This is an optimization exercise on Yosys and OpenROAD, whose aim is small area, a short achievable clock period and few clock cycles, not a production implementation.

==> module qb_crc, before the edit <==
module qb_crc #(
    parameter integer K = 4                 
) (
    input  wire         clk,
    input  wire         rst,
    input  wire         in_valid,
    output wire         in_ready,
    input  wire [31:0]  in_crc,
    input  wire [511:0] in_data,
    input  wire [63:0]  in_mask,
    output reg          out_valid,
    output reg  [31:0]  out_crc
);
    localparam [31:0] POLY = 32'h82F6_3B78;
    localparam integer N  = 64 / K;         
    localparam integer CW = $clog2(N);
    function [31:0] crc_byte(input [31:0] c_in, input [7:0] b);
        reg [31:0] c;
        integer t;
        begin
            c = c_in ^ {24'd0, b};
            for (t = 0; t < 8; t = t + 1)
                c = (c >> 1) ^ (POLY & {32{c[0]}});
            crc_byte = c;
        end
    endfunction
    reg [CW-1:0]  cnt;                      
    reg           rdy;                      
    reg [8*K-1:0] dreg;
    reg [K-1:0]   mreg;
    reg           v1, last1;
    assign in_ready = rdy | !in_valid;
    wire [8*K-1:0] dsel = in_data[cnt*8*K +: 8*K];
    wire [K-1:0]   msel = in_mask[cnt*K +: K];
    reg [N-1:0]  nz, cand;
    reg [CW-1:0] nxt;
    integer i;
    always @(*) begin
        for (i = 0; i < N; i = i + 1) begin
            nz[i]   = |in_mask[i*K +: K];
            cand[i] = nz[i] && (i > cnt);
        end
        nxt = cnt + 1'b1;
        for (i = N - 1; i >= 0; i = i - 1)
            if (cand[i]) nxt = i;
    end
    wire last_next = ((cand & (cand - 1'b1)) == {N{1'b0}});
    always @(posedge clk) begin
        dreg  <= dsel;
        mreg  <= msel;
        last1 <= rdy;
        if (rst) begin
            cnt <= {CW{1'b0}};
            rdy <= 1'b0;
            v1  <= 1'b0;
        end else begin
            v1 <= in_valid;
            if (in_valid && !rdy) begin
                cnt <= nxt;
                rdy <= last_next;
            end else begin
                cnt <= {CW{1'b0}};
                rdy <= 1'b0;
            end
        end
    end
    reg [31:0] crc;
    reg [31:0] c;
    integer j;
    always @(*) begin
        c = crc;
        for (j = 0; j < K; j = j + 1)
            if (mreg[j]) c = crc_byte(c, dreg[8*j +: 8]);
    end
    always @(posedge clk) begin
        crc     <= (cnt == {CW{1'b0}}) ? in_crc : c;
        out_crc <= c;
        if (rst) out_valid <= 1'b0;
        else     out_valid <= v1 & last1;
    end
endmodule
export LEC_CHECK = 0
export CAP_MARGIN = 20
export CORE_AREA = 10 10 290 290
export DIE_AREA = 0 0 300 300
export SLEW_MARGIN = 20
create_clock -name core_clock -period 10.0 [get_ports {clk}]
standard.sh (not shown) runs the stock make flow with config.mk's settings and CLKGATE_MAP_FILE= SYNTH_SCRIPT=/design/flow/synth_recipe.tcl, a recipe that flattens the netlist after the stock synthesis.
==> flow/flow/run.sh <==
#!/bin/bash
# Standard layout, with each port buffered by a buf_1 instead of ORFS's default
# port buffer cell. Extra ORFS settings come from flow/extra.env.
set -euo pipefail
export BUFFER_PORTS_ARGS="-buffer_cell sky130_fd_sc_hd__buf_1"
if [[ -f flow/extra.env ]]; then set -a; source flow/extra.env; set +a; fi
bash standard.sh > standard_make.log 2>&1
==> flow/flow/extra.env <==
SETUP_SLACK_MARGIN=5
Edit:
--- a/flow/design.v
+++ b/flow/design.v
@@ -12,8 +12,8 @@
     output reg  [31:0]  out_crc
 );
     localparam [31:0] POLY = 32'h82F6_3B78;
-    localparam integer N  = 64 / K;         
-    localparam integer CW = $clog2(N);
+    localparam integer N  = (64 + K - 1) / K;  
+    localparam integer CW = (N > 32) ? 6 : (N > 16) ? 5 : (N > 8) ? 4 : (N > 4) ? 3 : (N > 2) ? 2 : 1;
     function [31:0] crc_byte(input [31:0] c_in, input [7:0] b);
         reg [31:0] c;
         integer t;
@@ -30,14 +30,26 @@
     reg [K-1:0]   mreg;
     reg           v1, last1;
     assign in_ready = rdy | !in_valid;
-    wire [8*K-1:0] dsel = in_data[cnt*8*K +: 8*K];
-    wire [K-1:0]   msel = in_mask[cnt*K +: K];
+    wire [8*K*N-1:0] dpad = in_data;
+    wire [K*N-1:0]   mpad = in_mask;
+    reg [8*K-1:0] dsel;
+    reg [K-1:0]   msel;
+    integer q;
+    always @(*) begin
+        dsel = {8*K{1'b0}};
+        msel = {K{1'b0}};
+        for (q = 0; q < N; q = q + 1)
+            if (cnt == q) begin
+                dsel = dsel | dpad[q*8*K +: 8*K];
+                msel = msel | mpad[q*K +: K];
+            end
+    end
     reg [N-1:0]  nz, cand;
     reg [CW-1:0] nxt;
     integer i;
     always @(*) begin
         for (i = 0; i < N; i = i + 1) begin
-            nz[i]   = |in_mask[i*K +: K];
+            nz[i]   = |mpad[i*K +: K];
             cand[i] = nz[i] && (i > cnt);
         end
         nxt = cnt + 1'b1;
@@ -47,7 +59,7 @@
     wire last_next = ((cand & (cand - 1'b1)) == {N{1'b0}});
     always @(posedge clk) begin
         dreg  <= dsel;
-        mreg  <= msel;
+        mreg  <= msel & {K{in_valid}};      
         last1 <= rdy;
         if (rst) begin
             cnt <= {CW{1'b0}};
@@ -55,12 +67,9 @@
             v1  <= 1'b0;
         end else begin
             v1 <= in_valid;
-            if (in_valid && !rdy) begin
-                cnt <= nxt;
-                rdy <= last_next;
-            end else begin
-                cnt <= {CW{1'b0}};
-                rdy <= 1'b0;
+            if (in_valid) begin
+                cnt <= rdy ? {CW{1'b0}} : nxt;
+                rdy <= !rdy && last_next;
             end
         end
     end
Effect: The changed run produced a clean layout. Clock-buffer cell count decreases by 1. Core utilization went down by 0.66 points. Cell area went down by about 2.5%. Routed wire length goes up by about 15%. Via count increases by about 8%. Cell count increases by about 2.5%. Global-route usage climbs by 2.5 points.
No run of this note included a check of the RTL's function; only the layout flow was run.

========
old:
Another version of the RTL of qb_crc (not shown whole).
Size in the first run: roughly 1100 cells after synthesis, ~110 flip-flops, roughly 650 I/O pins, about 13000 sq um of cells after synthesis.
==> module qb_crc, before the edit <==
module qb_crc #(
    parameter integer K = 4                 
) (
    input  wire         clk,
    input  wire         rst,
    input  wire         in_valid,
    output wire         in_ready,
    input  wire [31:0]  in_crc,
    input  wire [511:0] in_data,
    input  wire [63:0]  in_mask,
    output reg          out_valid,
    output wire [31:0]  out_crc
);
    localparam [31:0] POLY = 32'h82F6_3B78;
    localparam integer N  = 64 / K;         
    localparam integer CW = $clog2(N);
    function [31:0] crc_byte(input [31:0] c_in, input [7:0] b);
        reg [31:0] c;
        integer t;
        begin
            c = c_in ^ {24'd0, b};
            for (t = 0; t < 8; t = t + 1)
                c = (c >> 1) ^ (POLY & {32{c[0]}});
            crc_byte = c;
        end
    endfunction
    reg [CW-1:0]  cnt;
    reg           rdy;
    reg [8*K-1:0] dreg;
    reg [K-1:0]   mreg;
    reg [31:0]    creg;
    reg           v1, first1, last1;
    assign in_ready = rdy;
    wire [8*K-1:0] dsel = in_data[cnt*8*K +: 8*K];
    wire [K-1:0]   msel = in_mask[cnt*K +: K];
    always @(posedge clk) begin
        dreg <= dsel;
        mreg <= msel;
        creg <= in_crc;
        first1 <= (cnt == {CW{1'b0}});
        last1  <= rdy;
        if (rst) begin
            cnt <= {CW{1'b0}};
            rdy <= 1'b0;
            v1  <= 1'b0;
        end else begin
            v1 <= in_valid;
            if (in_valid) begin
                cnt <= cnt + 1'b1;
                rdy <= (cnt == N - 2);
            end
        end
    end
    reg [31:0] crc;
    assign out_crc = crc;
    reg [31:0] c;
    integer j;
    always @(*) begin
        c = first1 ? creg : crc;
        for (j = 0; j < K; j = j + 1)
            if (mreg[j]) c = crc_byte(c, dreg[8*j +: 8]);
    end
    always @(posedge clk) begin
        if (v1) crc <= c;
        if (rst) out_valid <= 1'b0;
        else     out_valid <= v1 & last1;
    end
endmodule
==> flow/config.mk <==
export PLATFORM = sky130hd
export DESIGN_NAME = qb_crc
export DESIGN_NICKNAME = qb_crc
export VERILOG_FILES = /design/flow/design.v
export SDC_FILE = /design/flow/constraint.sdc
export NUM_CORES = 4
export LEC_CHECK = 0
export CAP_MARGIN = 20
export CORE_AREA = 10 10 290 290
export DIE_AREA = 0 0 300 300
export SETUP_SLACK_MARGIN = 5
export SLEW_MARGIN = 20
==> flow/constraint.sdc <==
create_clock -name core_clock -period 10.0 [get_ports {clk}]
set_input_delay 2.0000 -clock core_clock [delete_from_list [all_inputs] [get_ports {clk}]]
set_output_delay 2.0000 -clock core_clock [all_outputs]
set_load 0.01 [all_outputs]
run.sh (not shown) runs the stock make flow with config.mk's settings and CLKGATE_MAP_FILE= SYNTH_SCRIPT=/design/flow/synth_recipe.tcl, a recipe that flattens the netlist after the stock synthesis.
Stock flow here: none of the scripts above is used.
old closes out successfully: all stages finished, all timing, DRC and antenna checks passed.
Modified inputs, new compared to old
--- a/flow/design.v
+++ b/flow/design.v
@@ -1,6 +1,6 @@
 module qb_crc #(
-    parameter integer K = 4                 
+    parameter integer K = 2                 
 ) (
     input  wire         clk,
     input  wire         rst,
     input  wire         in_valid,
==> run summary <==
new completed end to end with timing, DRC and antenna clean.
Taking new over old, the global-route wire length before repair ratio works out to 0.804.
old -> new: number of buffers created by CTS delta 0, exact match
Looking at total nets after synthesis, new sits below old.
The lower minimum hold slack came out of old.
Sort new and old by highest clock rate, descending, and new comes first.
In the tables for new and old, worst setup slack reads lower with old.
Clock buffer instance count of the final layout: new higher than old
Against old, new reports a setup clock skew after layout that is lower.
Summary: total standard cell area after synthesis, new better than old
Of new and old, new shows the lower wire length, with old above it.
No functional check of the RTL was part of any run of this note.

========
The RTL this note starts from:
==> flow/design.v <==
module qb_crc #(
    parameter integer K = 8                 
) (
    input  wire         clk,
    input  wire         rst,
    input  wire         in_valid,
    output wire         in_ready,
    input  wire [31:0]  in_crc,
    input  wire [511:0] in_data,
    input  wire [63:0]  in_mask,
    output reg          out_valid,
    output wire [31:0]  out_crc
);
    localparam [31:0] POLY = 32'h82F6_3B78;
    localparam integer N  = 64 / K;         
    localparam integer CW = $clog2(N);
    function [31:0] crc_byte(input [31:0] c_in, input [7:0] b);
        reg [31:0] c;
        integer t;
        begin
            c = c_in ^ {24'd0, b};
            for (t = 0; t < 8; t = t + 1)
                c = (c >> 1) ^ (POLY & {32{c[0]}});
            crc_byte = c;
        end
    endfunction
    reg [CW-1:0]  cnt;
    reg           rdy;
    reg [8*K-1:0] dreg;
    reg [K-1:0]   mreg;
    reg [31:0]    creg;
    reg           v1, first1, last1;
    assign in_ready = rdy;
    wire [8*K-1:0] dsel = in_data[cnt*8*K +: 8*K];
    wire [K-1:0]   msel = in_mask[cnt*K +: K];
    always @(posedge clk) begin
        dreg <= dsel;
        mreg <= msel;
        creg <= in_crc;
        first1 <= (cnt == {CW{1'b0}});
        last1  <= rdy;
        if (rst) begin
            cnt <= {CW{1'b0}};
            rdy <= 1'b0;
            v1  <= 1'b0;
        end else begin
            v1 <= in_valid;
            if (in_valid) begin
                cnt <= cnt + 1'b1;
                rdy <= (cnt == N - 2);
            end
        end
    end
    reg [31:0] crc;
    assign out_crc = crc;
    reg [31:0] c;
    integer j;
    always @(*) begin
        c = first1 ? creg : crc;
        for (j = 0; j < K; j = j + 1)
            if (mreg[j]) c = crc_byte(c, dreg[8*j +: 8]);
    end
    always @(posedge clk) begin
        if (v1) crc <= c;
        if (rst) out_valid <= 1'b0;
        else     out_valid <= v1 & last1;
    end
endmodule
export LEC_CHECK = 0
export CAP_MARGIN = 20
export CORE_AREA = 10 10 290 290
export DIE_AREA = 0 0 300 300
export SLEW_MARGIN = 20
create_clock -name core_clock -period 10.0 [get_ports {clk}]
The baseline finished but fails on negative setup slack.
Edit:
--- a/flow/design.v
+++ b/flow/design.v
@@ -1,4 +1,4 @@
 module qb_crc #(
-    parameter integer K = 8                 
+    parameter integer K = 2                 
 ) (
     input  wire         clk,
This time the run completed with no timing, DRC or antenna violations. Flip-flop and latch count decreases by 52. Design area fell by 51%. Utilization went down by 24 points. Cell count came out lower by 45%. Fmax grows by 130%. Area after synthesis falls by 53%. Worst setup slack improved by 6.2 ns. Count of clock-buffer cells in the layout went down by 6. Critical path depth goes down by 31. First-iteration DRC count came out lower by 58%. Hold slack improved by 0.011 ns.
No functional check of the RTL was part of any run of this note.

[re-timing with driven ports]
The flow's constraints put no driver on any port. The routed layouts listed below were extracted and timed again, unchanged, in two steps.
Step 1 sets driving cells, clkbuf_16 on the clock port and buf_2 on the other inputs (assumed; they add their load-dependent delay and slew).
Step 2 moves the port delays by t, midway between the first and last clock arrival at a register: inputs arrive t later, outputs are due t later. That takes back most of the time a late clock gives input paths.
Three values: ideal ports, drivers, drivers and shift; two values: the first two.
run | t (ns) | setup slack, ns | worst setup path at the end | worst register clock-pin slew, ns | cell pins on the clock port's net
the first run of note 1 | 0.444 | 4.071 / 4.071 / 4.071 | register to register | 0.09 / 0.09 | 1
the second run of note 1 | 0.463 | 3.841 / 3.841 / 3.841 | register to register | 0.10 / 0.10 | 1
old | 0.447 | 3.893 / 3.893 / 3.893 | register to register | 0.09 / 0.09 | 1
new | 0.393 | 5.255 / 5.255 / 5.255 | register to register | 0.08 / 0.08 | 1
the first run of note 3 | 0.550 | -0.951 / -0.951 / -0.951 | register to register | 0.08 / 0.08 | 1
the second run of note 3 | 0.393 | 5.279 / 5.279 / 5.279 | register to register | 0.08 / 0.08 | 1
